What follows belongs to an exercise in optimizing a design on an open flow for small area; a production flow would make more cautious choices. In this exercise RTL edits were held to simulation tests only and were not proved equivalent to the original.

==> constraint.sdc <==
create_clock -name core_clock -period 180.0 [get_ports {clk}]
set_input_delay 36.0000 -clock core_clock [delete_from_list [all_inputs] [get_ports {clk}]]
set_output_delay 36.0000 -clock core_clock [all_outputs]
set_load 0.01 [all_outputs]
==> config.mk <==
export PLATFORM = sky130hd
export DESIGN_NAME = loop_engine
export DESIGN_NICKNAME = loop_engine
export VERILOG_FILES = /design/flow/design.v
export SDC_FILE = /design/flow/constraint.sdc
export NUM_CORES = 4
export LEC_CHECK = 0
export ABC_AREA = 1
export CAP_MARGIN = 20
export CORE_MARGIN = 2
export CORE_UTILIZATION = 60
export PLACE_DENSITY = 0.75
export SLEW_MARGIN = 20
==> run.sh <==
#!/bin/bash
# synth_recipe.tcl (not shown) runs the flow's synth.tcl, then flattens the netlist and writes it again
# the make line also repeats each setting of config.mk as NAME=value (left out here)
make -C /OpenROAD-flow-scripts/flow DESIGN_CONFIG=/design/flow/config.mk WORK_HOME=/design/flow/orfs CLKGATE_MAP_FILE= SYNTH_SCRIPT=/design/flow/synth_recipe.tcl finish
==> design.v <==
module loop_engine (
    input  wire         clk,
    input  wire         rst,             
    input  wire         start,           
    input  wire         init,            
    output wire         ready,
    output reg          done,
    input  wire         dact,            
    input  wire         d_on_pv,         
    input  wire [1:0]   nreg,            
    input  wire [1:0]   sch_src,         
    input  wire         pv_scaled,       
    input  wire [31:0]  pv_ofs,
    input  wire [15:0]  pv_scl,
    input  wire [4:0]   pv_sh,
    input  wire [1:0]   mode,            
    input  wire [1:0]   fault_act,       
    input  wire [15:0]  hold_max,
    input  wire [15:0]  man_out,
    input  wire [15:0]  out_hi,
    input  wire [15:0]  out_lo,
    input  wire [15:0]  fallback,
    input  wire [15:0]  bias,
    input  wire [15:0]  hyst,
    input  wire [15:0]  kf,
    input  wire [63:0]  re_kp,
    input  wire [15:0]  re_kp_sh,
    input  wire [63:0]  re_ki,
    input  wire [15:0]  re_ki_sh,
    input  wire [63:0]  re_kd,
    input  wire [15:0]  re_kd_sh,
    input  wire [63:0]  re_kff,
    input  wire [15:0]  re_kff_sh,
    input  wire [63:0]  re_bound,        
    input  wire [31:0]  pv_raw,
    input  wire [1:0]   pv_q,            
    input  wire [15:0]  sp_in,
    input  wire         sp_valid,
    input  wire [15:0]  ff_in,
    input  wire         ff_valid,
    input  wire [15:0]  trk_in,
    input  wire         trk_valid,
    input  wire [15:0]  sch_in,
    input  wire         sch_valid,
    input  wire [15:0]  out_ref_in,      
    output reg  [39:0]  i_acc,
    output reg  [15:0]  out,
    output reg  [15:0]  pv_last,
    output reg  [15:0]  x_prev,
    output reg  [15:0]  df,
    output reg  [15:0]  sp_eff,
    output reg  [15:0]  ff_last,
    output reg  [1:0]   region,
    output reg          sat_hi,
    output reg          sat_lo,
    output reg          in_fault,
    output reg  [1:0]   q_last,
    output reg          auto_st,
    output reg  [15:0]  bad,
    output reg          executed,        
    output reg          ev_fault,        
    output reg          ev_forced_man,   
    output reg          ev_region,       
    output reg          ev_sat           
);
    localparam [1:0] M_OFF = 2'd0, M_MANUAL = 2'd1, M_AUTO = 2'd2, M_TRACK = 2'd3;
    localparam [5:0] S_IDLE = 6'd0,
                     S_PVH  = 6'd1,    
                     S_PV   = 6'd2,    
                     S_X1   = 6'd3,    
                     S_X2   = 6'd4,    
                     S_DF   = 6'd5,    
                     S_G1   = 6'd6,    
                     S_G2   = 6'd7,    
                     S_G3   = 6'd8,    
                     S_G4   = 6'd9,    
                     S_G5   = 6'd10,   
                     S_G6   = 6'd11,   
                     S_G7   = 6'd12,   
                     S_CL   = 6'd13,   
                     S_L1   = 6'd14,   
                     S_L2   = 6'd15,
                     S_L3   = 6'd16,
                     S_L4   = 6'd17,   
                     S_C1   = 6'd18,   
                     S_C2   = 6'd19,
                     S_C3   = 6'd20,
                     S_C4   = 6'd21,   
                     S_A1   = 6'd22,   
                     S_A2   = 6'd23,   
                     S_A3   = 6'd24,   
                     S_A4   = 6'd25,   
                     S_A5   = 6'd26,   
                     S_A6   = 6'd27,
                     S_A7   = 6'd28,
                     S_A8   = 6'd29,   
                     S_A9   = 6'd30,   
                     S_M1   = 6'd31,   
                     S_M2   = 6'd32,   
                     S_M3   = 6'd33;   
    reg  [5:0]  st;
    reg  [48:0] acc;
    reg         valid_seen;
    reg         mode_was_off;
    reg         c_last_ok;
    reg  [15:0] cl_kp, cl_kd, cl_kff;
    reg  [3:0]  cl_kp_sh, cl_kd_sh, cl_kff_sh;
    reg         f_below, f_above, f_b1, f_b2, f_stop;
    assign ready = 1'b1;
    wire valid = (pv_q == 2'd0);
    wire fault = in_fault;                           
    wire auto_n = (mode == M_AUTO) & ~fault;
    wire forced_man = fault & (mode == M_AUTO) & (fault_act == 2'd2);
    reg         zsp;
    wire [15:0] sp0 = zsp ? 16'd0 : sp_eff;
    wire [16:0] e_a = dact ? {pv_last[15], pv_last} : {sp0[15], sp0};
    wire [16:0] e_b = dact ? {sp0[15], sp0} : {pv_last[15], pv_last};
    wire [16:0] e_d = e_a - e_b;
    wire [15:0] e_s = (e_d[16] != e_d[15]) ? {e_d[16], {15{~e_d[16]}}} : e_d[15:0];
    wire        acc_big = ~((&acc[48:15]) | ~(|acc[48:15]));
    wire [15:0] acc16 = acc_big ? {acc[48], {15{~acc[48]}}} : acc[15:0];
    wire [15:0] c_kp     = re_kp    [16*region +: 16];
    wire [3:0]  c_kp_sh  = re_kp_sh [4*region  +: 4];
    wire [15:0] c_ki     = re_ki    [16*region +: 16];
    wire [3:0]  c_ki_sh  = re_ki_sh [4*region  +: 4];
    wire [15:0] c_kd     = re_kd    [16*region +: 16];
    wire [3:0]  c_kd_sh  = re_kd_sh [4*region  +: 4];
    wire [15:0] c_kff    = re_kff   [16*region +: 16];
    wire [3:0]  c_kff_sh = re_kff_sh[4*region  +: 4];
    reg  [16:0] ma;
    reg  [15:0] mb;
    reg  [3:0]  msh;
    wire signed [32:0] prod = $signed(ma) * $signed(mb);
    wire [46:0] tw = {{15{prod[31]}}, prod[31:0]} << msh;
    wire        t_ovf = ~((&tw[46:39]) | ~(|tw[46:39]));
    wire [39:0] term = t_ovf ? {tw[46], {39{~tw[46]}}} : tw[39:0];
    reg  [48:0] opa, opb;
    reg         sub, sat_en;
    wire [48:0] sum = opa + (sub ? ~opb : opb) + {48'd0, sub};
    wire        s_ovf = sat_en & ~((&sum[48:39]) | ~(|sum[48:39]));
    wire [48:0] res = s_ovf ? {{10{sum[48]}}, {39{~sum[48]}}} : sum;
    wire        res_neg = res[48];
    wire signed [24:0] res_hi = res[39:15];
    wire        gt_hi = ($signed(res_hi) > $signed(out_hi)) |
                        (($signed(res_hi) == $signed(out_hi)) & (|res[14:0]));
    wire        lt_lo = $signed(res_hi) < $signed(out_lo);
    wire [39:0] hi30 = {{9{out_hi[15]}}, out_hi, 15'd0};
    wire [39:0] lo30 = {{9{out_lo[15]}}, out_lo, 15'd0};
    wire [39:0] clamped = gt_hi ? hi30 : lt_lo ? lo30 : res[39:0];
    reg  [4:0]  rk;
    wire [49:0] rw = {res, 1'b0};
    wire [49:0] rv = $signed(rw) >>> rk;             
    reg         r_fit;
    integer i;
    always @* begin
        r_fit = 1'b1;
        for (i = 16; i < 48; i = i + 1)
            if (rk <= i - 16 && res[i] != res[48]) r_fit = 1'b0;
    end
    wire [18:0] rv1 = {rv[17], rv[17:0]} + 19'd1;
    wire [17:0] rz = rv1[18:1];
    wire        r_ovh = r_fit ? ($signed(rz) > 18'sd32767)  : ~res[48];
    wire        r_ovl = r_fit ? ($signed(rz) < -18'sd32768) :  res[48];
    wire [15:0] r16 = r_ovh ? 16'h7FFF : r_ovl ? 16'h8000 : rz[15:0];
    reg  [15:0] xs;
    reg         xs_ok;
    always @* begin
        case (sch_src)
            2'd0:    begin xs = pv_last; xs_ok = valid;     end
            2'd1:    begin xs = sp_eff;  xs_ok = sp_valid;  end
            2'd2:    begin xs = out;     xs_ok = 1'b1;      end
            default: begin xs = sch_in;  xs_ok = sch_valid; end
        endcase
    end
    wire [1:0] r_cur = (region > nreg) ? nreg : region;
    wire [1:0] r_nxt = r_cur + 2'd1;
    reg  [1:0] bsel;
    wire [15:0] bnd = re_bound[16*bsel +: 16];
    wire f_b3 = ~res_neg;
    wire below_ok = (r_cur == 2'd0) | f_below;
    wire above_ok = (r_cur == nreg) | f_above;
    wire [1:0] r_direct = (f_b3 && nreg == 2'd3) ? 2'd3 :
                          (f_b2 && nreg >= 2'd2) ? 2'd2 :
                          (f_b1 && nreg != 2'd0) ? 2'd1 : 2'd0;
    wire [1:0] r_sel = (!xs_ok || nreg == 2'd0 || (below_ok && above_ok)) ? r_cur : r_direct;
    reg  [15:0] want_o;
    reg         held;
    always @* begin
        held = 1'b0;
        if (forced_man) want_o = out;
        else case (mode)
            M_MANUAL: want_o = man_out;
            M_TRACK:  begin want_o = trk_valid ? trk_in : out; held = ~trk_valid; end
            default:  begin want_o = (fault_act == 2'd1) ? fallback : out;
                            held   = (fault_act != 2'd1); end
        endcase
    end
    wire        o_auto = (st == S_A9);
    wire [15:0] w_val = o_auto ? r16 : want_o;
    wire        w_hi = o_auto ? (r_ovh | ($signed(r16) > $signed(out_hi))) :
                                (~held & ($signed(want_o) > $signed(out_hi)));
    wire        w_lo = o_auto ? (r_ovl | ($signed(r16) < $signed(out_lo))) :
                                (~held & ($signed(want_o) < $signed(out_lo)));
    wire [15:0] out_n = w_hi ? out_hi : w_lo ? out_lo : w_val;
    wire [15:0] pv_n   = valid ? (pv_scaled ? r16 : pv_raw[15:0]) : pv_last;
    wire [15:0] bad_n  = valid ? 16'd0 :
                         (pv_q == 2'd3) ? bad :
                         (&bad) ? bad : bad + 16'd1;
    wire        seen_n = valid_seen | valid;
    wire        fault_n = (pv_q == 2'd3) | (bad_n > hold_max) | ~seen_n | (in_fault & ~valid);
    localparam [48:0] Z49 = 49'd0;
    always @* begin
        ma = {e_s[15], e_s};
        mb = cl_kp;
        msh = cl_kp_sh;
        opa = Z49;
        opb = {{9{term[39]}}, term};
        sub = 1'b0;
        sat_en = 1'b1;
        rk = 5'd15;
        zsp = 1'b0;
        bsel = 2'd1;
        case (st)
            S_IDLE: begin
                opa = {{17{pv_raw[31]}}, pv_raw};
                opb = {{17{pv_ofs[31]}}, pv_ofs};
                sub = 1'b1; sat_en = 1'b0;
            end
            S_PVH: begin
                ma = acc[32:16]; mb = pv_scl;
            end
            S_PV: begin
                ma = {1'b0, acc[15:0]}; mb = pv_scl;
                opa = {acc[48:16], 16'd0};
                opb = {{16{prod[32]}}, prod};
                sat_en = 1'b0; rk = pv_sh;
            end
            S_X1: begin
                zsp = d_on_pv;
                opa = {{33{e_s[15]}}, e_s};
                opb = {{33{x_prev[15]}}, x_prev};
                sub = 1'b1;
            end
            S_X2: begin
                opa = {{33{acc16[15]}}, acc16};
                opb = {{33{df[15]}}, df};
                sub = 1'b1;
            end
            S_DF: begin
                ma = {acc16[15], acc16}; mb = kf;
                opa = {{18{df[15]}}, df, 15'd0};
                opb = {{16{prod[32]}}, prod};
                sat_en = 1'b0;
            end
            S_G1, S_G3: begin
                opa = {{33{xs[15]}}, xs};
                opb = {33'd0, hyst};
                sub = (st == S_G3);
            end
            S_G2, S_G4: begin
                bsel = (st == S_G2) ? r_cur : r_nxt;
                opa = acc;
                opb = {{33{bnd[15]}}, bnd};
                sub = 1'b1;
            end
            S_G5, S_G6, S_G7: begin
                bsel = st[1:0] - 2'd1;       
                opa = {{33{xs[15]}}, xs};
                opb = {{33{bnd[15]}}, bnd};
                sub = 1'b1;
            end
            S_L1, S_C1, S_A5: begin
                ma = {e_s[15], e_s}; mb = cl_kp; msh = cl_kp_sh;
            end
            S_L2, S_C2, S_A6: begin
                ma = {df[15], df}; mb = cl_kd; msh = cl_kd_sh;
                opa = acc;
            end
            S_L3, S_C3, S_A7: begin
                ma = {ff_last[15], ff_last}; mb = cl_kff; msh = cl_kff_sh;
                opa = acc;
            end
            S_L4, S_C4: begin
                opa = {{9{i_acc[39]}}, i_acc};
                opb = acc;
                sub = (st == S_C4);
            end
            S_A1, S_A8: begin
                opa = acc;
                opb = {{18{bias[15]}}, bias, 15'd0};
            end
            S_A2, S_A9: begin
                opa = {{9{i_acc[39]}}, i_acc};
                opb = acc;
            end
            S_A3, S_A4: begin
                ma = {e_s[15], e_s}; mb = c_ki; msh = c_ki_sh;
                opa = (st == S_A3) ? acc : {{9{i_acc[39]}}, i_acc};
                opb = (!valid || (st == S_A4 && f_stop)) ? Z49 : {{9{term[39]}}, term};
            end
            S_M2: begin
                opa = {{18{out[15]}}, out, 15'd0};
                opb = acc;
                sub = 1'b1;
            end
            S_M3: begin
                opa = acc;
                opb = {{18{bias[15]}}, bias, 15'd0};
                sub = 1'b1;
            end
            default: ;
        endcase
    end
    wire go = start & (st == S_IDLE);
    always @(posedge clk) begin
        if (rst) begin
            st            <= S_IDLE;
            done          <= 1'b0;
            executed      <= 1'b0;
            ev_fault      <= 1'b0;
            ev_forced_man <= 1'b0;
            ev_region     <= 1'b0;
            ev_sat        <= 1'b0;
            valid_seen    <= 1'b0;
            mode_was_off  <= 1'b1;
            c_last_ok     <= 1'b0;
            i_acc         <= 40'd0;
            out           <= 16'd0;
            pv_last       <= 16'd0;
            x_prev        <= 16'd0;
            df            <= 16'd0;
            sp_eff        <= 16'd0;
            ff_last       <= 16'd0;
            region        <= 2'd0;
            sat_hi        <= 1'b0;
            sat_lo        <= 1'b0;
            in_fault      <= 1'b0;
            q_last        <= 2'd0;
            auto_st       <= 1'b0;
            bad           <= 16'd0;
        end else begin
            done <= 1'b0;
            case (st)
                S_IDLE: if (go) begin
                    acc <= res;
                    if (init) begin
                        valid_seen <= 1'b0;
                        c_last_ok  <= 1'b0;
                        i_acc      <= 40'd0;
                        out        <= 16'd0;
                        pv_last    <= 16'd0;
                        x_prev     <= 16'd0;
                        df         <= 16'd0;
                        sp_eff     <= 16'd0;
                        ff_last    <= 16'd0;
                        region     <= 2'd0;
                        sat_hi     <= 1'b0;
                        sat_lo     <= 1'b0;
                        in_fault   <= 1'b0;
                        q_last     <= 2'd0;
                        auto_st    <= 1'b0;
                        bad        <= 16'd0;
                    end
                    executed      <= 1'b0;
                    ev_fault      <= 1'b0;
                    ev_forced_man <= 1'b0;
                    ev_region     <= 1'b0;
                    ev_sat        <= 1'b0;
                    if (mode == M_OFF) begin
                        mode_was_off <= 1'b1;
                        done         <= 1'b1;
                    end else begin
                        mode_was_off <= 1'b0;
                        executed     <= 1'b1;
                        if (init || mode_was_off) out <= out_ref_in;
                        if (sp_valid) sp_eff <= sp_in;
                        if (ff_valid) ff_last <= ff_in;
                        st <= S_PVH;
                    end
                end
                S_PVH: begin
                    acc <= {prod, acc[15:0]};
                    st  <= S_PV;
                end
                S_PV: begin
                    pv_last    <= pv_n;
                    bad        <= bad_n;
                    valid_seen <= seen_n;
                    in_fault   <= fault_n;
                    ev_fault   <= fault_n & ~in_fault;
                    q_last     <= pv_q;
                    st         <= S_X1;
                end
                S_X1: begin
                    acc <= res;
                    if (valid) x_prev <= e_s;
                    st  <= S_X2;
                end
                S_X2: begin
                    acc <= res;
                    st  <= S_DF;
                end
                S_DF: begin
                    if (valid) df <= r16;
                    st <= S_G1;
                end
                S_G1, S_G3: begin
                    acc <= res;
                    st  <= st + 6'd1;
                end
                S_G2: begin
                    f_below <= ~res_neg;
                    st      <= S_G3;
                end
                S_G4: begin
                    f_above <= res_neg;
                    st      <= S_G5;
                end
                S_G5: begin
                    f_b1 <= ~res_neg;
                    st   <= S_G6;
                end
                S_G6: begin
                    f_b2 <= ~res_neg;
                    st   <= S_G7;
                end
                S_G7: begin
                    region    <= r_sel;
                    ev_region <= (r_sel != region);
                    st        <= S_CL;
                end
                S_CL: begin
                    if (!c_last_ok) begin
                        cl_kp <= c_kp;   cl_kp_sh  <= c_kp_sh;
                        cl_kd <= c_kd;   cl_kd_sh  <= c_kd_sh;
                        cl_kff <= c_kff; cl_kff_sh <= c_kff_sh;
                    end
                    st <= S_L1;
                end
                S_L4: begin
                    i_acc     <= res[39:0];
                    c_last_ok <= 1'b1;
                    cl_kp <= c_kp;   cl_kp_sh  <= c_kp_sh;
                    cl_kd <= c_kd;   cl_kd_sh  <= c_kd_sh;
                    cl_kff <= c_kff; cl_kff_sh <= c_kff_sh;
                    st <= S_C1;
                end
                S_C4: begin
                    i_acc         <= res[39:0];
                    ev_forced_man <= forced_man;
                    auto_st       <= auto_n;
                    st            <= auto_n ? S_A1 : S_M1;
                end
                S_A3: begin
                    f_stop <= valid & ((~term[39] & (|term) & gt_hi) | (term[39] & lt_lo));
                    st     <= S_A4;
                end
                S_A4: begin
                    i_acc <= clamped;
                    st    <= S_A5;
                end
                S_A9, S_M1: begin
                    out    <= out_n;
                    sat_hi <= w_hi;
                    sat_lo <= w_lo;
                    ev_sat <= (w_hi | w_lo) & ~(sat_hi | sat_lo);
                    if (st == S_A9) begin
                        done <= 1'b1;
                        st   <= S_IDLE;
                    end else begin
                        st   <= S_M2;
                    end
                end
                S_M2: begin
                    acc <= res;
                    st  <= S_M3;
                end
                S_M3: begin
                    i_acc <= clamped;
                    done  <= 1'b1;
                    st    <= S_IDLE;
                end
                default: begin       
                    acc <= res;
                    st  <= st + 6'd1;
                end
            endcase
        end
    end
endmodule
==> impl_metrics.yaml, run 1 <==
run_status:
  outcome: "did not finish"
  haltStage: "global routing (5_1_grt)"
  error: "[ERROR GRT-0116] Global routing finished with congestion. Check the congestion regions in the DRC Viewer."
clocking:
  ctsRootBufferMaster: "clkbuf_16"
  numCtsBuffers: 38
  clockBufferDepth: 3
  postCtsResizedCells: 0
  htreeDepth: 2
  clkSinkCount: 289
  ctsHoldBuffers: 0
  postCtsSetupRepairBufs: 0
grt:
  grt_max_degree: 89
  grt_pass1_vias: 59100
  grt_pass1_wl_um: 393000
  grt_overflow_total: 8
  grt_usage: 0.687
floorplan:
  die_height_um: 280
  die_x_um: 280
  initial_core_util: 0.603
  row_count: 101
  io_pins: 865
logic_synthesis:
  postSynth.asyncResetShare: 0
  ys_types: 75
  yosys.area_share.simple: 0.296
  synth_top_area_frac: 0.138
  synth-seq-area-share: 0.152
  synth_edf_count: 114
  mappedNetlistArea_um2: 45600
  synth.area.top_cells: "nand2_1 (14%), fa_1 (12%), ha_1 (7.8%)"
  synth_compound_gate_area_share: 0.207
  syn_inst: 7165
  synth_warnings: 1
  synthMuxAreaShare: 0.00154
  ys.flop_type: "dfxtp_1"
  synth_top_cell_by_area: "nand2_1"
  synthAdderAreaFrac: 0.201
  yosys_register_bits: 289
  synth_top_family_by_area: "simple AND/OR/NAND/NOR gates"
  synth_area_per_cell_um2: 6.36
  synth-xor-area-share: 0.0297
placed_design:
  dp_slack_ns: 119.80
  gp_congestion: 1.23
  portBuffers: 863
  dpl.hpwl_um: 201000
-- through the flow --
step / instance area, um2 / std cells / util
after CTS: 56100 / 8824 / 0.743
after detailed placement: 54800 / 8755 / 0.725
after floorplan: 45600 / 7165 / -
after global placement: 54800 / 8754 / 0.725
-- how the worst max path moves through the flow --
| stage | to | cells after the start | start | slack, ns |
|---|---|---|---|---|
| floorplan | out[14]$_SDFFE_PP0P_ | 126 | d_on_pv | 126.04 |
| global placement | out[1]$_SDFFE_PP0P_ | 117 | dact | 120.44 |
| detailed placement | out[2]$_SDFFE_PP0P_ | 117 | dact | 119.80 |
| CTS | out[2]$_SDFFE_PP0P_ | 117 | dact | 120.26 |
-- cells by family after synthesis --
| group | Yosys count |
|---|---|
| and+or+nand+nor | 3228 |
| AOI/OAI and AO/OA | 1596 |
| buffers and inverters | 1325 |
| adders and majority gates | 565 |
| DFF | 289 |
| xor gates and xnor gates | 154 |
| muxes | 7 |
| other | 1 |
-- metal layers --
| metal | overflow | GRT usage |
|---|---|---|
| met5 | 1 | 0.171 |
| met4 | 4 | 0.681 |
| met3 | 1 | 0.489 |
| met2 | 2 | 0.891 |
| met1 | 0 | 0.690 |
-- synthesized netlist by cell type, drive strengths merged (6+ instances only) --
cell        n
nand2    1734
inv       964
nor2      784
o21ai     664
nand3     533
a21oi     423
ha        286
fa        279
clkbuf    250
dfxtp     175
edfxtp    114
xor2      108
buf        93
o22ai      81
a221oi     71
nand4      66
o211ai     61
nor3       60
o221ai     50
o2111ai    48
xnor2      46
a31oi      43
a22oi      40
nor4       23
a211oi     19
o21a       16
a32oi      15
clkinv     15
o31ai      15
or2        10
a21o        7
a22o        7
mux2i       7
o21bai      7
a31o        6
nand3b      6
==> run 2, diff against run 1 <==
--- a/design.v
+++ b/design.v
@@ -131,8 +131,31 @@
     reg  [15:0] mb;
     reg  [3:0]  msh;
-    wire signed [32:0] prod = $signed(ma) * $signed(mb);
-    wire [46:0] tw = {{15{prod[31]}}, prod[31:0]} << msh;
-    wire        t_ovf = ~((&tw[46:39]) | ~(|tw[46:39]));
-    wire [39:0] term = t_ovf ? {tw[46], {39{~tw[46]}}} : tw[39:0];
+    reg  [32:0] prod;
+    reg  [2:0]  bg;
+    reg  [17:0] bm;
+    reg         b_one, b_two, b_neg;
+    integer     bk;
+    always @* begin
+        prod = 33'd0;
+        for (bk = 0; bk < 8; bk = bk + 1) begin
+            bg    = {mb[2*bk+1], mb[2*bk], (bk == 0) ? 1'b0 : mb[2*bk-1]};
+            b_one = bg[0] ^ bg[1];
+            b_two = (bg == 3'b011) | (bg == 3'b100);
+            b_neg = bg[2] & ~(bg[1] & bg[0]);
+            bm    = b_one ? {ma[16], ma} : b_two ? {ma, 1'b0} : 18'd0;
+            bm    = b_neg ? ~bm : bm;
+            prod  = prod + ({15'd0, ~bm[17], bm[16:0]} << (2*bk)) + ({32'd0, b_neg} << (2*bk));
+        end
+        prod = prod - 33'h0_AAAA_0000;
+    end
+    wire [39:0] tw = {{8{prod[31]}}, prod[31:0]} << msh;
+    reg         t_ovf;
+    integer     ti;
+    always @* begin
+        t_ovf = 1'b0;
+        for (ti = 24; ti < 31; ti = ti + 1)
+            if (ti + msh >= 39 && prod[ti] != prod[31]) t_ovf = 1'b1;
+    end
+    wire [39:0] term = t_ovf ? {prod[31], {39{~prod[31]}}} : tw;
     reg  [48:0] opa, opb;
     reg         sub, sat_en;
==> flow/run.sh (new file) <==
#!/bin/bash
# Standard layout, with the port buffers made from the smallest buffer cell.
export BUFFER_PORTS_ARGS="-buffer_cell sky130_fd_sc_hd__buf_1"
bash standard.sh > standard.log 2>&1
==> standard.sh (new file) <==
#!/bin/bash
# synth_recipe.tcl (not shown) runs the flow's synth.tcl, then flattens the netlist and writes it again
# the make line also repeats each setting of config.mk as NAME=value (left out here)
make -C /OpenROAD-flow-scripts/flow DESIGN_CONFIG=/design/flow/config.mk WORK_HOME=/design/flow/orfs CLKGATE_MAP_FILE= SYNTH_SCRIPT=/design/flow/synth_recipe.tcl "${@:-finish}"
--- a/config.mk
+++ b/config.mk
@@ -9,5 +9,5 @@
 export CAP_MARGIN = 20
 export CORE_MARGIN = 2
-export CORE_UTILIZATION = 60
-export PLACE_DENSITY = 0.75
+export CORE_UTILIZATION = 45
+export PLACE_DENSITY = 0.65
 export SLEW_MARGIN = 20
removed: run.sh
==> impl_metrics.yaml, run 2 <==
run_status:
  outcome: "timing/DRC/antenna clean"
floorplan:
  io_pins: 865
  initial_core_util: 0.455
  die_height_um: 309
  die_area_um2: 95400
  die_x_um: 309
  row_count: 111
  core_area_um2: 91900
critical_path:
  path_class: "primary input to flip-flop"
  crit_arrival_ns: 61.20
  critPathMostFrequentCell: "nand2_1"
  slowest_stage: "a21oi_1"
  critPathTopFamily: "simple AND/OR/NAND/NOR gates"
  critPathLaunchType: "primary input"
  cp.required_ns: 180.49
  critPathMaxStageDelay_ns: 0.63
  path_max_fanout: 59
  cp.buffers_inverters: 21
  setup.worst_path.end_class: "flip-flop"
  r2r_setup_slack_ns: 153.63
grt:
  grt_max_degree: 85
  antenna_found_initial: 30
  grt_usage: 0.550
  grt_pass1_vias: 50400
  grt_pass1_wl_um: 374000
  grt_overflow_total: 0
clocking:
  htreeDepth: 2
  cts_tree: "built"
  ctsHoldBuffers: 0
  numCtsBuffers: 41
  postCtsResizedCells: 0
  clkSinkCount: 289
  worstSkewPairLatency_ns: 0.67
  clockBufferDepth: 3
  clk_pin_slew_ns: 0.06
  ctsRootBufferMaster: "clkbuf_16"
  postCtsSetupRepairBufs: 0
logic_synthesis:
  synth.area.top_cells: "nand2_1 (13%), ha_1 (9.3%), dfxtp_1 (8.4%)"
  postSynth.asyncResetShare: 0
  synth_compound_gate_area_share: 0.255
  synth.top_cells.by_count: "nand2_1 (1,432), o21ai_0 (638), inv_1 (634), nor2_1 (624), nand3_1 (447)"
  ys_types: 75
  synth_top_family_by_area: "simple AND/OR/NAND/NOR gates"
  yosysMostFrequentCell: "nand2_1"
  synth-xor-area-share: 0.0570
  synth_top_area_frac: 0.129
  synthAdderAreaFrac: 0.136
  synth_warnings: 1
  mappedNetlistArea_um2: 41800
  synthMuxAreaShare: 0.00793
  synth-seq-area-share: 0.166
  yosys.area_share.simple: 0.280
  synth_top_cell_by_area: "nand2_1"
  yosys_register_bits: 289
  ys.flop_type: "dfxtp_1"
  synth_edf_count: 114
  syn_inst: 6605
  synth_area_per_cell_um2: 6.33
timing:
  setup_viol: 0
  finalHoldViolCount: 0
  drv_slew: 0
  period_share: 0.337
  tightest_slew_ns: 1.33
  finalClockSkew_ns: 0.0448
  grt_setup_unrepaired: "no"
  period_minus_slack_ns: 60.71
  whs_ns: 0.474
  slew_headroom: 0.109
  setup_tns_ns: 0
  fmax_mhz: 16.5
routing:
  vias_per_cell: 6.60
  wl_per_cell_um: 31.9
  drt_iter0_markers: 9391
  dr.pass1.iters: 10
  ant_nets: 0
  postRouteWirelength_um: 274000
  drc_errors: 0
  via_count: 56500
finish:
  largest_register: "acc"
  layout_common_cells: "nand2_1 (1,432), buf_1 (861), o21ai_0 (635)"
  synthToLayoutAreaGrowth_pct: 14.1
  final_area_um2: 47700
  num-fill-cells: 9646
  reg_top3: "acc (49), i_acc (40)"
  nets: 8365
  final_common_cell: "nand2_1"
  drive_above_1_share: 0.0464
  largest_register_ffs: 49
  fin_util: 0.519
flow_run:
  drv_cap: 0
placed_design:
  portBuffers: 863
  gp_congestion: 1.14
  dpl.hpwl_um: 220000
  place_area_um2: 46100
worst_hold_path:
  hold_class: "flip-flop to flip-flop"
==> run 2: cell types whose count changed after synthesis, sizes merged, moves of 25 or more <==
cell and change:
xor2 +87, clkbuf +49, o22ai +103, nor2 -140
buf -31, inv -294, mux2i +25, nand2 -273
xnor2 +31, nand3 -74, fa -188, o211ai +49
==> run 2: final cells by class <==
type                    instances  area [um2]  area share
diodes                         31        77.6     0.00163
clock buffers                  55        1170      0.0245
clock inverters                21         273     0.00572
inverters                     689        2590      0.0543
multi-input cells            5266       31000       0.650
flip-flops and latches        289        6930       0.145
well taps                    1243        1560      0.0326
repair buffers                979        4120      0.0863
==> run 2: metrics by stage <==
stage | std cells | worst slack [ns]
2_1_floorplan | 6605 | 126.91
4_1_cts | 8540 | 120.41
6_report | 8573 | 119.29
3_3_place_gp | 8464 | 120.48
5_1_grt | 8545 | 117.85
3_5_place_dp | 8464 | 119.76
==> run 2: layer usage <==
| metal | global-route usage | wire length (um) | vias to the layer above |
|---|---|---|---|
| li1 | - | - | 24200 |
| met1 | 0.665 | 97300 | 26100 |
| met2 | 0.748 | 104000 | 4980 |
| met3 | 0.235 | 44100 | 1219 |
| met4 | 0.462 | 28700 | 18 |
| met5 | 0.00556 | 156 | - |
==> run 2: kinds of logic after synthesis <==
family | Yosys count
other cells | 1
flops | 289
fa+ha+maj | 401
compound gates | 1782
xor+xnor | 272
buf+inv | 1050
mux | 33
simple gates | 2777
==> run 2: worst paths after layout <==
path | to | cells past startpoint | from
hold / removal | q_last[0]$_SDFFE_PP0P_ | 2 | q_last[0]$_SDFFE_PP0P_
setup / recovery | out[12]$_SDFFE_PP0P_ | 116 | dact
setup reg to reg | out[12]$_SDFFE_PP0P_ | 121 | st[0]$_SDFFE_PP0P_
hold reg to reg | q_last[0]$_SDFFE_PP0P_ | 2 | q_last[0]$_SDFFE_PP0P_
==> run 2: worst min-delay path, cell delays in order (launching register included) <==
cell and delay (ns):
dfxtp_1 0.31, nand2_1 0.06, a21oi_1 0.05
==> run 3, diff against run 2 <==
==> run.sh (new file) <==
#!/bin/bash
# synth_recipe.tcl (not shown) runs the flow's synth.tcl, then flattens the netlist and writes it again
# the make line also repeats each setting of config.mk as NAME=value (left out here)
make -C /OpenROAD-flow-scripts/flow DESIGN_CONFIG=/design/flow/config.mk WORK_HOME=/design/flow/orfs CLKGATE_MAP_FILE= SYNTH_SCRIPT=/design/flow/synth_recipe.tcl finish
removed: flow/run.sh
removed: standard.sh
==> impl_metrics.yaml, run 3 <==
timing:
  grt_setup_unrepaired: "no"
  setup_viol: 0
  drv_slew: 0
  period_minus_slack_ns: 60.96
  slew_headroom: 0.0904
  finalHoldViolCount: 0
  period_share: 0.339
  finalClockSkew_ns: 0.0405
  fmax_mhz: 16.4
  setup_tns_ns: 0
  whs_ns: 0.487
  tightest_slew_ns: 1.36
placed_design:
  portBuffers: 863
  gp_congestion: 1.14
  place_area_um2: 51500
  dpl.hpwl_um: 217000
floorplan:
  die_x_um: 309
  io_pins: 865
  die_area_um2: 95400
  core_area_um2: 91900
  row_count: 111
  initial_core_util: 0.455
  die_height_um: 309
logic_synthesis:
  synth.area.top_cells: "nand2_1 (13%), ha_1 (9.3%), dfxtp_1 (8.4%)"
  synth_area_per_cell_um2: 6.33
  synthMuxAreaShare: 0.00793
  syn_inst: 6605
  ys.flop_type: "dfxtp_1"
  synth_top_cell_by_area: "nand2_1"
  synth_edf_count: 114
  synthAdderAreaFrac: 0.136
  synth-xor-area-share: 0.0570
  ys_types: 75
  yosysMostFrequentCell: "nand2_1"
  synth_top_family_by_area: "simple AND/OR/NAND/NOR gates"
  synth_top_area_frac: 0.129
  yosys_register_bits: 289
  synth_warnings: 1
  synth_compound_gate_area_share: 0.255
  mappedNetlistArea_um2: 41800
  synth.top_cells.by_count: "nand2_1 (1,432), o21ai_0 (638), inv_1 (634), nor2_1 (624), nand3_1 (447)"
  synth-seq-area-share: 0.166
  postSynth.asyncResetShare: 0
  yosys.area_share.simple: 0.280
critical_path:
  critPathMaxStageDelay_ns: 0.82
  path_max_fanout: 57
  cp.required_ns: 180.48
  crit_arrival_ns: 61.44
  setup.worst_path.end_class: "flip-flop"
  critPathMostFrequentCell: "nand2_1"
  critPathLaunchType: "primary input"
  path_class: "primary input to flip-flop"
  slowest_stage: "inv_2"
finish:
  final_common_cell: "nand2_1"
  nets: 8357
  fin_util: 0.576
  largest_register: "acc"
  layout_common_cells: "nand2_1 (1,431), clkdlybuf4s50_1 (862), o21ai_0 (636)"
  multi_input_area_um2: 31000
  drive_above_1_share: 0.0451
  layout.area.seq_um2: 6930
  reg_top3: "acc (49), i_acc (40)"
  synthToLayoutAreaGrowth_pct: 26.7
  final_area_um2: 53000
  num-fill-cells: 9028
  largest_register_ffs: 49
routing:
  drt_iter0_markers: 10200
  postRouteWirelength_um: 271000
  dr.pass1.iters: 10
  ant_nets: 0
  drc_errors: 0
  vias_per_cell: 6.64
  wl_per_cell_um: 31.7
  via_count: 56900
clocking:
  clkSinkCount: 289
  worstSkewPairLatency_ns: 0.66
  ctsRootBufferMaster: "clkbuf_16"
  numCtsBuffers: 40
  htreeDepth: 2
  clk_pin_slew_ns: 0.07
  postCtsSetupRepairBufs: 0
  cts_tree: "built"
  clockBufferDepth: 3
  ctsHoldBuffers: 0
  postCtsResizedCells: 0
worst_hold_path:
  hold_class: "flip-flop to flip-flop"
grt:
  antenna_found_initial: 33
  grt_pass1_wl_um: 374000
  grt_overflow_total: 0
  grt_usage: 0.546
  grt_max_degree: 136
  grt_pass1_vias: 51400
flow_run:
  drv_cap: 0
run_status:
  outcome: "timing/DRC/antenna clean"
run 3: worst max-delay path, delay by kind of cell:
family	cells	cell delay, ns
xor gates and xnor gates	5	1.07
adders and majority gates	10	3.94
AOI/OAI and AO/OA	33	6.94
and+or+nand+nor	51	9.19
buffers and inverters	19	4.18
run 3: path summary, 6_finish.rpt:
path / startpoint / endpoint / slack (ns) / cells past startpoint
max reg2reg: st[0]$_SDFFE_PP0P_ / out[15]$_SDFFE_PP0P_ / 153.43 / 122
min: q_last[1]$_SDFFE_PP0P_ / q_last[1]$_SDFFE_PP0P_ / 0.49 / 2
min reg2reg: q_last[1]$_SDFFE_PP0P_ / q_last[1]$_SDFFE_PP0P_ / 0.49 / 2
max: dact / out[15]$_SDFFE_PP0P_ / 119.04 / 118
run 3: cell type report:
cell class,count,area share
Timing Repair Buffer,972,0.179
Clock inverter,26,0.00569
Tap cell,1243,0.0293
Sequential cell,289,0.131
Clock buffer,48,0.0208
Antenna cell,28,0.00132
Multi-Input combinational cell,5266,0.584
Inverter,689,0.0489
run 3: kinds of logic (layout without fill, tap and decap cells):
| kind of cell | after synthesis | after routing |
|---|---|---|
| flops | 289 | 289 |
| xor+xnor | 272 | 272 |
| simple gates | 2777 | 2777 |
| buf+inv | 1050 | 1735 |
| compound gates | 1782 | 1782 |
| fa+ha+maj | 401 | 401 |
| other cells | 1 | 29 |
| mux | 33 | 33 |
run 3: per-stage QoR:
step | std cells | setup WS (ns)
floorplan | 6605 | 126.91
CTS | 8530 | 119.99
global route | 8536 | 117.35
finish | 8561 | 119.04
global placement | 8456 | 120.10
detailed placement | 8456 | 119.39
run 3: metal layers:
| metal | vias to the layer above | global-route usage | wire length, um |
|---|---|---|---|
| li1 | 24200 | - | - |
| met1 | 26100 | 0.647 | 93600 |
| met2 | 5230 | 0.757 | 104000 |
| met3 | 1336 | 0.241 | 45100 |
| met4 | 30 | 0.445 | 28900 |
| met5 | - | 0 | 220 |
==> run 4, diff against run 3 <==
--- a/design.v
+++ b/design.v
@@ -98,5 +98,6 @@
                      S_M1   = 6'd31,   
                      S_M2   = 6'd32,   
-                     S_M3   = 6'd33;   
+                     S_M3   = 6'd33,   
+                     S_M4   = 6'd34;   
     reg  [5:0]  st;
     reg  [48:0] acc;
@@ -118,6 +119,6 @@
     wire [16:0] e_d = e_a - e_b;
     wire [15:0] e_s = (e_d[16] != e_d[15]) ? {e_d[16], {15{~e_d[16]}}} : e_d[15:0];
-    wire        acc_big = ~((&acc[48:15]) | ~(|acc[48:15]));
-    wire [15:0] acc16 = acc_big ? {acc[48], {15{~acc[48]}}} : acc[15:0];
+    wire        acc_big = acc[16] ^ acc[15];
+    wire [15:0] acc16 = acc_big ? {acc[16], {15{~acc[16]}}} : acc[15:0];
     wire [15:0] c_kp     = re_kp    [16*region +: 16];
     wire [3:0]  c_kp_sh  = re_kp_sh [4*region  +: 4];
@@ -159,6 +160,6 @@
     wire [39:0] term = t_ovf ? {prod[31], {39{~prod[31]}}} : tw;
     reg  [48:0] opa, opb;
-    reg         sub, sat_en;
-    wire [48:0] sum = opa + (sub ? ~opb : opb) + {48'd0, sub};
+    reg         cin, sat_en;      
+    wire [48:0] sum = opa + opb + {48'd0, cin};
     wire        s_ovf = sat_en & ~((&sum[48:39]) | ~(|sum[48:39]));
     wire [48:0] res = s_ovf ? {{10{sum[48]}}, {39{~sum[48]}}} : sum;
@@ -221,8 +222,7 @@
     wire        o_auto = (st == S_A9);
     wire [15:0] w_val = o_auto ? r16 : want_o;
-    wire        w_hi = o_auto ? (r_ovh | ($signed(r16) > $signed(out_hi))) :
-                                (~held & ($signed(want_o) > $signed(out_hi)));
-    wire        w_lo = o_auto ? (r_ovl | ($signed(r16) < $signed(out_lo))) :
-                                (~held & ($signed(want_o) < $signed(out_lo)));
+    wire        w_keep = ~o_auto & held;        
+    wire        w_hi = ~w_keep & ((o_auto & r_ovh) | ($signed(w_val) > $signed(out_hi)));
+    wire        w_lo = ~w_keep & ((o_auto & r_ovl) | ($signed(w_val) < $signed(out_lo)));
     wire [15:0] out_n = w_hi ? out_hi : w_lo ? out_lo : w_val;
     wire [15:0] pv_n   = valid ? (pv_scaled ? r16 : pv_raw[15:0]) : pv_last;
@@ -239,5 +239,5 @@
         opa = Z49;
         opb = {{9{term[39]}}, term};
-        sub = 1'b0;
+        cin = 1'b0;
         sat_en = 1'b1;
         rk = 5'd15;
@@ -247,6 +247,6 @@
             S_IDLE: begin
                 opa = {{17{pv_raw[31]}}, pv_raw};
-                opb = {{17{pv_ofs[31]}}, pv_ofs};
-                sub = 1'b1; sat_en = 1'b0;
+                opb = ~{{17{pv_ofs[31]}}, pv_ofs};
+                cin = 1'b1; sat_en = 1'b0;
             end
             S_PVH: begin
@@ -254,42 +254,35 @@
             end
             S_PV: begin
-                ma = {1'b0, acc[15:0]}; mb = pv_scl;
+                ma = {1'b0, acc[15:0]}; mb = pv_scl; msh = 4'd0;
                 opa = {acc[48:16], 16'd0};
-                opb = {{16{prod[32]}}, prod};
                 sat_en = 1'b0; rk = pv_sh;
             end
             S_X1: begin
                 zsp = d_on_pv;
+                ma = {x_prev[15], x_prev}; mb = 16'hFFFF; msh = 4'd0;
                 opa = {{33{e_s[15]}}, e_s};
-                opb = {{33{x_prev[15]}}, x_prev};
-                sub = 1'b1;
             end
             S_X2: begin
+                ma = {df[15], df}; mb = 16'hFFFF; msh = 4'd0;
                 opa = {{33{acc16[15]}}, acc16};
-                opb = {{33{df[15]}}, df};
-                sub = 1'b1;
             end
             S_DF: begin
-                ma = {acc16[15], acc16}; mb = kf;
+                ma = {acc16[15], acc16}; mb = kf; msh = 4'd0;
                 opa = {{18{df[15]}}, df, 15'd0};
-                opb = {{16{prod[32]}}, prod};
                 sat_en = 1'b0;
             end
             S_G1, S_G3: begin
+                ma = {1'b0, hyst}; mb = (st == S_G3) ? 16'hFFFF : 16'd1; msh = 4'd0;
                 opa = {{33{xs[15]}}, xs};
-                opb = {33'd0, hyst};
-                sub = (st == S_G3);
             end
             S_G2, S_G4: begin
                 bsel = (st == S_G2) ? r_cur : r_nxt;
+                ma = {bnd[15], bnd}; mb = 16'hFFFF; msh = 4'd0;
                 opa = acc;
-                opb = {{33{bnd[15]}}, bnd};
-                sub = 1'b1;
             end
             S_G5, S_G6, S_G7: begin
                 bsel = st[1:0] - 2'd1;       
+                ma = {bnd[15], bnd}; mb = 16'hFFFF; msh = 4'd0;
                 opa = {{33{xs[15]}}, xs};
-                opb = {{33{bnd[15]}}, bnd};
-                sub = 1'b1;
             end
             S_L1, S_C1, S_A5: begin
@@ -304,12 +297,12 @@
                 opa = acc;
             end
-            S_L4, S_C4: begin
+            S_L4, S_C4, S_M3: begin
                 opa = {{9{i_acc[39]}}, i_acc};
-                opb = acc;
-                sub = (st == S_C4);
+                opb = (st == S_L4) ? acc : ~acc;
+                cin = (st != S_L4);
             end
-            S_A1, S_A8: begin
+            S_A1, S_A8, S_M4: begin
+                ma = {bias[15], bias}; mb = (st == S_M4) ? 16'hC000 : 16'd16384; msh = 4'd1;
                 opa = acc;
-                opb = {{18{bias[15]}}, bias, 15'd0};
             end
             S_A2, S_A9: begin
@@ -323,17 +316,11 @@
             end
             S_M2: begin
-                opa = {{18{out[15]}}, out, 15'd0};
-                opb = acc;
-                sub = 1'b1;
-            end
-            S_M3: begin
-                opa = acc;
-                opb = {{18{bias[15]}}, bias, 15'd0};
-                sub = 1'b1;
+                ma = {out[15], out}; mb = 16'd16384; msh = 4'd1;
             end
             default: ;
         endcase
     end
-    wire go = start & (st == S_IDLE);
+    wire go  = start & (st == S_IDLE);
+    wire clr = rst | (go & init);        
     always @(posedge clk) begin
         if (rst) begin
@@ -345,44 +332,13 @@
             ev_region     <= 1'b0;
             ev_sat        <= 1'b0;
-            valid_seen    <= 1'b0;
             mode_was_off  <= 1'b1;
-            c_last_ok     <= 1'b0;
-            i_acc         <= 40'd0;
             out           <= 16'd0;
-            pv_last       <= 16'd0;
-            x_prev        <= 16'd0;
-            df            <= 16'd0;
             sp_eff        <= 16'd0;
             ff_last       <= 16'd0;
-            region        <= 2'd0;
-            sat_hi        <= 1'b0;
-            sat_lo        <= 1'b0;
-            in_fault      <= 1'b0;
-            q_last        <= 2'd0;
-            auto_st       <= 1'b0;
-            bad           <= 16'd0;
         end else begin
             done <= 1'b0;
             case (st)
                 S_IDLE: if (go) begin
-                    acc <= res;
-                    if (init) begin
-                        valid_seen <= 1'b0;
-                        c_last_ok  <= 1'b0;
-                        i_acc      <= 40'd0;
-                        out        <= 16'd0;
-                        pv_last    <= 16'd0;
-                        x_prev     <= 16'd0;
-                        df         <= 16'd0;
-                        sp_eff     <= 16'd0;
-                        ff_last    <= 16'd0;
-                        region     <= 2'd0;
-                        sat_hi     <= 1'b0;
-                        sat_lo     <= 1'b0;
-                        in_fault   <= 1'b0;
-                        q_last     <= 2'd0;
-                        auto_st    <= 1'b0;
-                        bad        <= 16'd0;
-                    end
+                    acc           <= res;
                     executed      <= 1'b0;
                     ev_fault      <= 1'b0;
@@ -393,4 +349,9 @@
                         mode_was_off <= 1'b1;
                         done         <= 1'b1;
+                        if (init) begin
+                            out     <= 16'd0;
+                            sp_eff  <= 16'd0;
+                            ff_last <= 16'd0;
+                        end
                     end else begin
                         mode_was_off <= 1'b0;
@@ -398,5 +359,7 @@
                         if (init || mode_was_off) out <= out_ref_in;
                         if (sp_valid) sp_eff <= sp_in;
+                        else if (init) sp_eff <= 16'd0;
                         if (ff_valid) ff_last <= ff_in;
+                        else if (init) ff_last <= 16'd0;
                         st <= S_PVH;
                     end
@@ -407,25 +370,12 @@
                 end
                 S_PV: begin
-                    pv_last    <= pv_n;
-                    bad        <= bad_n;
-                    valid_seen <= seen_n;
-                    in_fault   <= fault_n;
-                    ev_fault   <= fault_n & ~in_fault;
-                    q_last     <= pv_q;
-                    st         <= S_X1;
+                    ev_fault <= fault_n & ~in_fault;
+                    st       <= S_X1;
                 end
-                S_X1: begin
+                S_X1, S_X2: begin
                     acc <= res;
-                    if (valid) x_prev <= e_s;
-                    st  <= S_X2;
-                end
-                S_X2: begin
-                    acc <= res;
-                    st  <= S_DF;
-                end
-                S_DF: begin
-                    if (valid) df <= r16;
-                    st <= S_G1;
+                    st  <= st + 6'd1;
                 end
+                S_DF: st <= S_G1;
                 S_G1, S_G3: begin
                     acc <= res;
@@ -449,5 +399,4 @@
                 end
                 S_G7: begin
-                    region    <= r_sel;
                     ev_region <= (r_sel != region);
                     st        <= S_CL;
@@ -462,6 +411,4 @@
                 end
                 S_L4: begin
-                    i_acc     <= res[39:0];
-                    c_last_ok <= 1'b1;
                     cl_kp <= c_kp;   cl_kp_sh  <= c_kp_sh;
                     cl_kd <= c_kd;   cl_kd_sh  <= c_kd_sh;
@@ -470,7 +417,5 @@
                 end
                 S_C4: begin
-                    i_acc         <= res[39:0];
                     ev_forced_man <= forced_man;
-                    auto_st       <= auto_n;
                     st            <= auto_n ? S_A1 : S_M1;
                 end
@@ -479,12 +424,7 @@
                     st     <= S_A4;
                 end
-                S_A4: begin
-                    i_acc <= clamped;
-                    st    <= S_A5;
-                end
+                S_A4: st <= S_A5;
                 S_A9, S_M1: begin
                     out    <= out_n;
-                    sat_hi <= w_hi;
-                    sat_lo <= w_lo;
                     ev_sat <= (w_hi | w_lo) & ~(sat_hi | sat_lo);
                     if (st == S_A9) begin
@@ -495,10 +435,10 @@
                     end
                 end
-                S_M2: begin
+                S_M2: st <= S_M3;
+                S_M3: begin
                     acc <= res;
-                    st  <= S_M3;
+                    st  <= S_M4;
                 end
-                S_M3: begin
-                    i_acc <= clamped;
+                S_M4: begin
                     done  <= 1'b1;
                     st    <= S_IDLE;
@@ -510,4 +450,49 @@
             endcase
         end
+    end
+    always @(posedge clk) begin
+        if (clr) begin
+            valid_seen <= 1'b0;
+            c_last_ok  <= 1'b0;
+            i_acc      <= 40'd0;
+            pv_last    <= 16'd0;
+            x_prev     <= 16'd0;
+            df         <= 16'd0;
+            region     <= 2'd0;
+            sat_hi     <= 1'b0;
+            sat_lo     <= 1'b0;
+            in_fault   <= 1'b0;
+            q_last     <= 2'd0;
+            auto_st    <= 1'b0;
+            bad        <= 16'd0;
+        end else begin
+            case (st)
+                S_PV: begin
+                    pv_last    <= pv_n;
+                    bad        <= bad_n;
+                    valid_seen <= seen_n;
+                    in_fault   <= fault_n;
+                    q_last     <= pv_q;
+                end
+                S_X1: if (valid) x_prev <= e_s;
+                S_DF: if (valid) df <= r16;
+                S_G7: region <= r_sel;
+                S_L4: begin
+                    i_acc     <= res[39:0];
+                    c_last_ok <= 1'b1;
+                end
+                S_C4: begin
+                    i_acc   <= res[39:0];
+                    auto_st <= auto_n;
+                end
+                S_A4, S_M4: i_acc <= clamped;
+                S_M2: i_acc <= res[39:0];
+                S_A9, S_M1: begin
+                    sat_hi <= w_hi;
+                    sat_lo <= w_lo;
+                end
+                default: ;
+            endcase
+        end
     end
 endmodule
==> flow/run.sh (new file) <==
#!/bin/bash
# Standard layout, with the port buffers made from the smallest buffer
# cell and no dummy loads added to balance the clock tree.
export BUFFER_PORTS_ARGS="-buffer_cell sky130_fd_sc_hd__buf_1"
export CTS_ARGS="-sink_clustering_enable -repair_clock_nets -dont_use_dummy_load"
bash standard.sh > standard.log 2>&1
==> standard.sh (new file) <==
#!/bin/bash
# synth_recipe.tcl (not shown) runs the flow's synth.tcl, then flattens the netlist and writes it again
# the make line also repeats each setting of config.mk as NAME=value (left out here)
make -C /OpenROAD-flow-scripts/flow DESIGN_CONFIG=/design/flow/config.mk WORK_HOME=/design/flow/orfs CLKGATE_MAP_FILE= SYNTH_SCRIPT=/design/flow/synth_recipe.tcl "${@:-finish}"
--- a/config.mk
+++ b/config.mk
@@ -9,5 +9,5 @@
 export CAP_MARGIN = 20
 export CORE_MARGIN = 2
-export CORE_UTILIZATION = 45
-export PLACE_DENSITY = 0.65
+export CORE_UTILIZATION = 40
+export PLACE_DENSITY = 0.55
 export SLEW_MARGIN = 20
removed: run.sh
==> impl_metrics.yaml, run 4 <==
timing:
  slew_headroom: 0.170
  setup_viol: 0
  whs_ns: 0.459
  tightest_slew_ns: 1.25
  finalHoldViolCount: 0
  fmax_mhz: 17.0
  period_minus_slack_ns: 58.71
  drv_slew: 0
  grt_setup_unrepaired: "no"
  worst_slack_ns: 121.29
  period_share: 0.326
  setup_tns_ns: 0
  finalClockSkew_ns: 0.0784
floorplan:
  die_height_um: 323
  initial_core_util: 0.404
  io_pins: 865
  row_count: 116
  die_x_um: 323
  core_area_um2: 100000
  die_area_um2: 104000
critical_path:
  cp.required_ns: 180.58
  slowest_stage: "nor4_1"
  path_max_fanout: 57
  path_class: "primary input to flip-flop"
  critPathTopFamily: "simple AND/OR/NAND/NOR gates"
  critPathMaxStageDelay_ns: 0.84
  critPathLaunchType: "primary input"
  crit_arrival_ns: 59.29
  cp.buffers_inverters: 14
  critPathMostFrequentCell: "nand2_1"
  setup.worst_path.end_class: "flip-flop"
logic_synthesis:
  synth_edf_count: 114
  synth_top_cell_by_area: "nand2_1"
  synth_top_area_frac: 0.129
  synth-seq-area-share: 0.171
  syn_inst: 6456
  synth_warnings: 1
  postSynth.asyncResetShare: 0
  synth.area.top_cells: "nand2_1 (13%), ha_1 (8.7%), dfxtp_1 (8.6%)"
  synth_area_per_cell_um2: 6.29
  ys_types: 73
  synth.top_cells.by_count: "nand2_1 (1,392), inv_1 (638), o21ai_0 (621), nor2_1 (610), nand3_1 (490)"
  ys.flop_type: "dfxtp_1"
  mappedNetlistArea_um2: 40600
  yosysMostFrequentCell: "nand2_1"
  yosys_register_bits: 289
clocking:
  numCtsBuffers: 41
  clockBufferDepth: 3
  postCtsResizedCells: 0
  htreeDepth: 2
  ctsRootBufferMaster: "clkbuf_16"
  worstSkewPairLatency_ns: 0.65
  clkSinkCount: 289
  clk_pin_slew_ns: 0.05
  cts_tree: "built"
  postCtsSetupRepairBufs: 0
  ctsHoldBuffers: 0
finish:
  num-fill-cells: 11000
  fin_util: 0.460
  largest_register: "acc"
  stdcell_count: 8493
  largest_register_ffs: 49
  reg_top3: "acc (49), i_acc (40)"
  drive_above_1_share: 0.0441
  nets: 8178
  final_area_um2: 46200
  final_common_cell: "nand2_1"
  layout_common_cells: "nand2_1 (1,392), buf_1 (861), inv_1 (638)"
  synthToLayoutAreaGrowth_pct: 13.7
grt:
  grt_usage: 0.484
  grt_overflow_total: 0
  grt_pass1_vias: 48500
  grt_pass1_wl_um: 359000
  grt_max_degree: 72
  antenna_found_initial: 46
routing:
  drc_errors: 0
  ant_nets: 0
  via_count: 53500
  wl_per_cell_um: 30.7
  dr.pass1.iters: 9
  drt_iter0_markers: 7268
  postRouteWirelength_um: 261000
  vias_per_cell: 6.30
flow_run:
  drv_cap: 0
placed_design:
  gp_congestion: 1.09
  portBuffers: 863
  dpl.hpwl_um: 209000
  place_area_um2: 45000
  place_inst: 8417
  dp_slack_ns: 121.50
worst_hold_path:
  hold_class: "flip-flop to flip-flop"
run_status:
  outcome: "timing/DRC/antenna clean"
==> run 4: cell families after synthesis <==
group | Yosys count | share of synthesized area
buf+inv | 1054 | 0.101
mux | 15 | 0.00370
other cells | 1 | 0.0000923
compound gates | 1749 | 0.255
fa+ha+maj | 373 | 0.132
simple gates | 2747 | 0.288
xor+xnor | 228 | 0.0492
flops | 289 | 0.171
==> run 4: layer usage <==
| metal | up-vias | routed length, um | global-route usage |
|---|---|---|---|
| met4 | 26 | 23400 | 0.356 |
| met1 | 25200 | 97300 | 0.589 |
| met5 | - | 314 | 0.0190 |
| met3 | 895 | 35300 | 0.184 |
| met2 | 3867 | 104000 | 0.691 |
| li1 | 23500 | - | - |
==> run 4: final timing paths <==
kind / slack, ns / from / cells after the start / to
max: 121.29 / dact / 96 / out[9]$_SDFFE_PP0P_
min: 0.46 / c_last_ok$_SDFFE_PP0P_ / 2 / c_last_ok$_SDFFE_PP0P_
max reg2reg: 155.64 / st[2]$_SDFFE_PP0P_ / 101 / out[9]$_SDFFE_PP0P_
min reg2reg: 0.46 / c_last_ok$_SDFFE_PP0P_ / 2 / c_last_ok$_SDFFE_PP0P_
==> run 4: final cells by class <==
class                           instances  area, um2  share of cell area
Inverter                              693       2610              0.0565
Antenna cell                           31       77.6             0.00168
Clock buffer                           41       1030              0.0222
Sequential cell                       289       6930               0.150
Tap cell                             1357       1700              0.0368
Multi-Input combinational cell       5113      29800               0.645
Timing Repair Buffer                  969       4050              0.0877
==> run 4: worst min-delay path: cells and delay by family (launching register included) <==
kind,cells,cell delay (ns)
compound gates,1,0.06
buf+inv,1,0.06
flops,1,0.29
==> run 5, diff against run 4 <==
==> flow/run.sh (replaced) <==
#!/bin/bash
# Standard layout, with the port buffers made from the smallest buffer
# cell, the fanout buffers that ABC adds in synthesis removed at floorplan
# (timing has a wide margin), and no dummy loads added to the clock tree.
export BUFFER_PORTS_ARGS="-buffer_cell sky130_fd_sc_hd__buf_1"
export REMOVE_ABC_BUFFERS=1
export CTS_ARGS="-sink_clustering_enable -repair_clock_nets -dont_use_dummy_load -buf_list {sky130_fd_sc_hd__clkbuf_4 sky130_fd_sc_hd__clkbuf_8}"
bash standard.sh > standard.log 2>&1
==> impl_metrics.yaml, run 5 <==
finish:
  final_common_cell: "nand2_1"
  largest_register: "acc"
  largest_register_ffs: 49
  layout.area.seq_um2: 6930
  nets: 8186
  multi_input_area_um2: 29700
  synthToLayoutAreaGrowth_pct: 12.6
  num-fill-cells: 11100
  reg_top3: "acc (49), i_acc (40)"
  drive_above_1_share: 0.0436
  layout_common_cells: "nand2_1 (1,392), buf_1 (861), inv_1 (638)"
logic_synthesis:
  synth_area_per_cell_um2: 6.29
  postSynth.asyncResetShare: 0
  synth_edf_count: 114
  mappedNetlistArea_um2: 40600
  synth.area.top_cells: "nand2_1 (13%), ha_1 (8.7%), dfxtp_1 (8.6%)"
  ys_types: 73
  synth_top_area_frac: 0.129
  synth.top_cells.by_count: "nand2_1 (1,392), inv_1 (638), o21ai_0 (621), nor2_1 (610), nand3_1 (490)"
  syn_inst: 6456
  yosys_register_bits: 289
  synth_warnings: 1
  yosysMostFrequentCell: "nand2_1"
  synth_top_cell_by_area: "nand2_1"
  ys.flop_type: "dfxtp_1"
  synth-seq-area-share: 0.171
critical_path:
  crit_arrival_ns: 59.83
  regToRegEndpoint: "out[12]$_SDFFE_PP0P_"
  critPathMostFrequentCell: "nand2_1"
  critPathLaunchType: "primary input"
  path_class: "primary input to flip-flop"
  path_max_fanout: 57
  reg2regPathDepth: 110
  slowest_stage: "a21oi_2"
  crit_start: "dact"
  r2r_setup_slack_ns: 155.03
  setup.worst_path.end_class: "flip-flop"
  cp-endpoint: "out[12]$_SDFFE_PP0P_"
  crit-reg2reg-launch: "st[0]$_SDFFE_PP0P_"
  cp.required_ns: 180.70
  critPathMaxStageDelay_ns: 0.86
grt:
  grt_usage: 0.461
  antenna_found_initial: 17
  grt_pass1_vias: 47500
  grt_overflow_total: 0
  grt_pass1_wl_um: 346000
  grt_max_degree: 96
timing:
  tightest_slew_ns: 1.18
  finalHoldViolCount: 0
  period_minus_slack_ns: 59.13
  finalClockSkew_ns: 0.103
  fmax_mhz: 16.9
  period_share: 0.328
  setup_tns_ns: 0
  grt_setup_unrepaired: "no"
  drv_slew: 0
  worst_slack_ns: 120.88
  slew_headroom: 0.195
  setup_viol: 0
placed_design:
  gp_congestion: 1.08
  dpl.hpwl_um: 204000
  dp_slack_ns: 120.90
  portBuffers: 863
routing:
  drt_iter0_markers: 8235
  wl_per_cell_um: 29.5
  postRouteWirelength_um: 251000
  vias_per_cell: 6.26
  via_count: 53200
  drc_errors: 0
  dr.pass1.iters: 8
  ant_nets: 0
run_status:
  outcome: "timing/DRC/antenna clean"
clocking:
  clockBufferDepth: 3
  postCtsSetupRepairBufs: 0
  numCtsBuffers: 57
  ctsRootBufferMaster: "clkbuf_8"
  cts_tree: "built"
  clk_pin_slew_ns: 0.06
  htreeDepth: 2
  postCtsResizedCells: 0
  worstSkewPairLatency_ns: 0.78
  clkSinkCount: 289
  ctsHoldBuffers: 0
worst_hold_path:
  hold_class: "flip-flop to flip-flop"
floorplan:
  core_area_um2: 100000
  die_height_um: 323
  io_pins: 865
  die_area_um2: 104000
  row_count: 116
  die_x_um: 323
  initial_core_util: 0.404
flow_run:
  drv_cap: 0
-- run 5: cell counts after synthesis --
Identical to the previous run, type by type.
-- run 5: per-stage QoR --
stage / instance area (um2) / std cells / hold WS, ns / util
after CTS: 45700 / 8470 / 0.449 / 0.455
after floorplan: 39100 / 6095 / 0.426 / -
final: 45800 / 8487 / 0.455 / 0.456
after detailed placement: 44900 / 8413 / 0.444 / 0.447
after global routing: 45700 / 8477 / 0.477 / 0.455
after global placement: 44900 / 8413 / 0.437 / 0.447
-- run 5: how the worst min path moves through the flow --
stage	cells past startpoint	slack (ns)	startpoint	endpoint
2_1_floorplan	2	0.43	valid_seen$_SDFFE_PP0P_	valid_seen$_SDFFE_PP0P_
3_3_place_gp	2	0.44	valid_seen$_SDFFE_PP0P_	valid_seen$_SDFFE_PP0P_
3_5_place_dp	2	0.44	valid_seen$_SDFFE_PP0P_	valid_seen$_SDFFE_PP0P_
4_1_cts	2	0.45	valid_seen$_SDFFE_PP0P_	valid_seen$_SDFFE_PP0P_
5_1_grt	2	0.48	c_last_ok$_SDFFE_PP0P_	c_last_ok$_SDFFE_PP0P_
6_report	2	0.45	c_last_ok$_SDFFE_PP0P_	c_last_ok$_SDFFE_PP0P_
-- run 5: layout make-up --
cell class              count  area share
repair buffers            961      0.0869
diodes                     17    0.000930
flip-flops and latches    289       0.151
clock buffers              57      0.0171
inverters                 693      0.0570
multi-input cells        5113       0.649
well taps                1357      0.0371
-- run 5: cell families after synthesis --
group | share of synthesized area
adders and majority gates | 0.132
xor gates and xnor gates | 0.0492
AOI/OAI and AO/OA | 0.255
muxes | 0.00370
DFF | 0.171
buffers and inverters | 0.101
and+or+nand+nor | 0.288
other | 0.0000923
-- run 5: worst max-delay path: cells and delay by family --
family | cells | cell delay [ns]
AND/OR/NAND/NOR | 43 | 8.23
AO/OA/AOI/OAI | 33 | 7.70
XOR/XNOR | 4 | 0.87
buffers and inverters | 14 | 2.53
adder cells (fa/ha/maj) | 11 | 4.43
-- run 5: per-layer routing --
layer | global-route usage | wire, um | vias to the layer above
met5 | 0 | 61 | -
met4 | 0.219 | 14800 | 10
li1 | - | - | 23500
met1 | 0.624 | 101000 | 25200
met2 | 0.645 | 98600 | 3760
met3 | 0.166 | 36000 | 628

-- port drivers added, routing unchanged --
Ports are ideal in the flow. The routed layouts listed here were re-timed in OpenROAD. Step 1: set_driving_cell puts a clkbuf_16 on clk and a buf_2 on each other input, an assumption about the parent block. Step 2, shift: input delay + t, output delay - t, t = (earliest + latest rising clock arrival at the registers) / 2. This alone moves slack from input paths to output paths. Three values: ideal, step 1, step 2; two values: the first two.
run	t (ns)	setup slack, ns	hold slack, ns	clock arrival spread, ns	worst slew at a driven data input, ns
run 2	0.736	119.291 / 119.334 / 118.598	0.474 / 0.474 / 0.474	0.045 / 0.045	0.23
run 3	0.728	119.036 / 119.081 / 118.352	0.487 / 0.487 / 0.487	0.040 / 0.041	0.17
run 4	0.697	121.289 / 121.321 / 120.625	0.459 / 0.459 / 0.459	0.079 / 0.079	0.32
run 5	0.801	120.875 / 120.906 / 120.105	0.455 / 0.455 / 0.455	0.103 / 0.103	0.20
After both steps setup and hold are still met in every run listed. For run 5, which loses most, drivers alone change the setup slack by +0.031 ns; drivers and shift together by -0.770 ns.
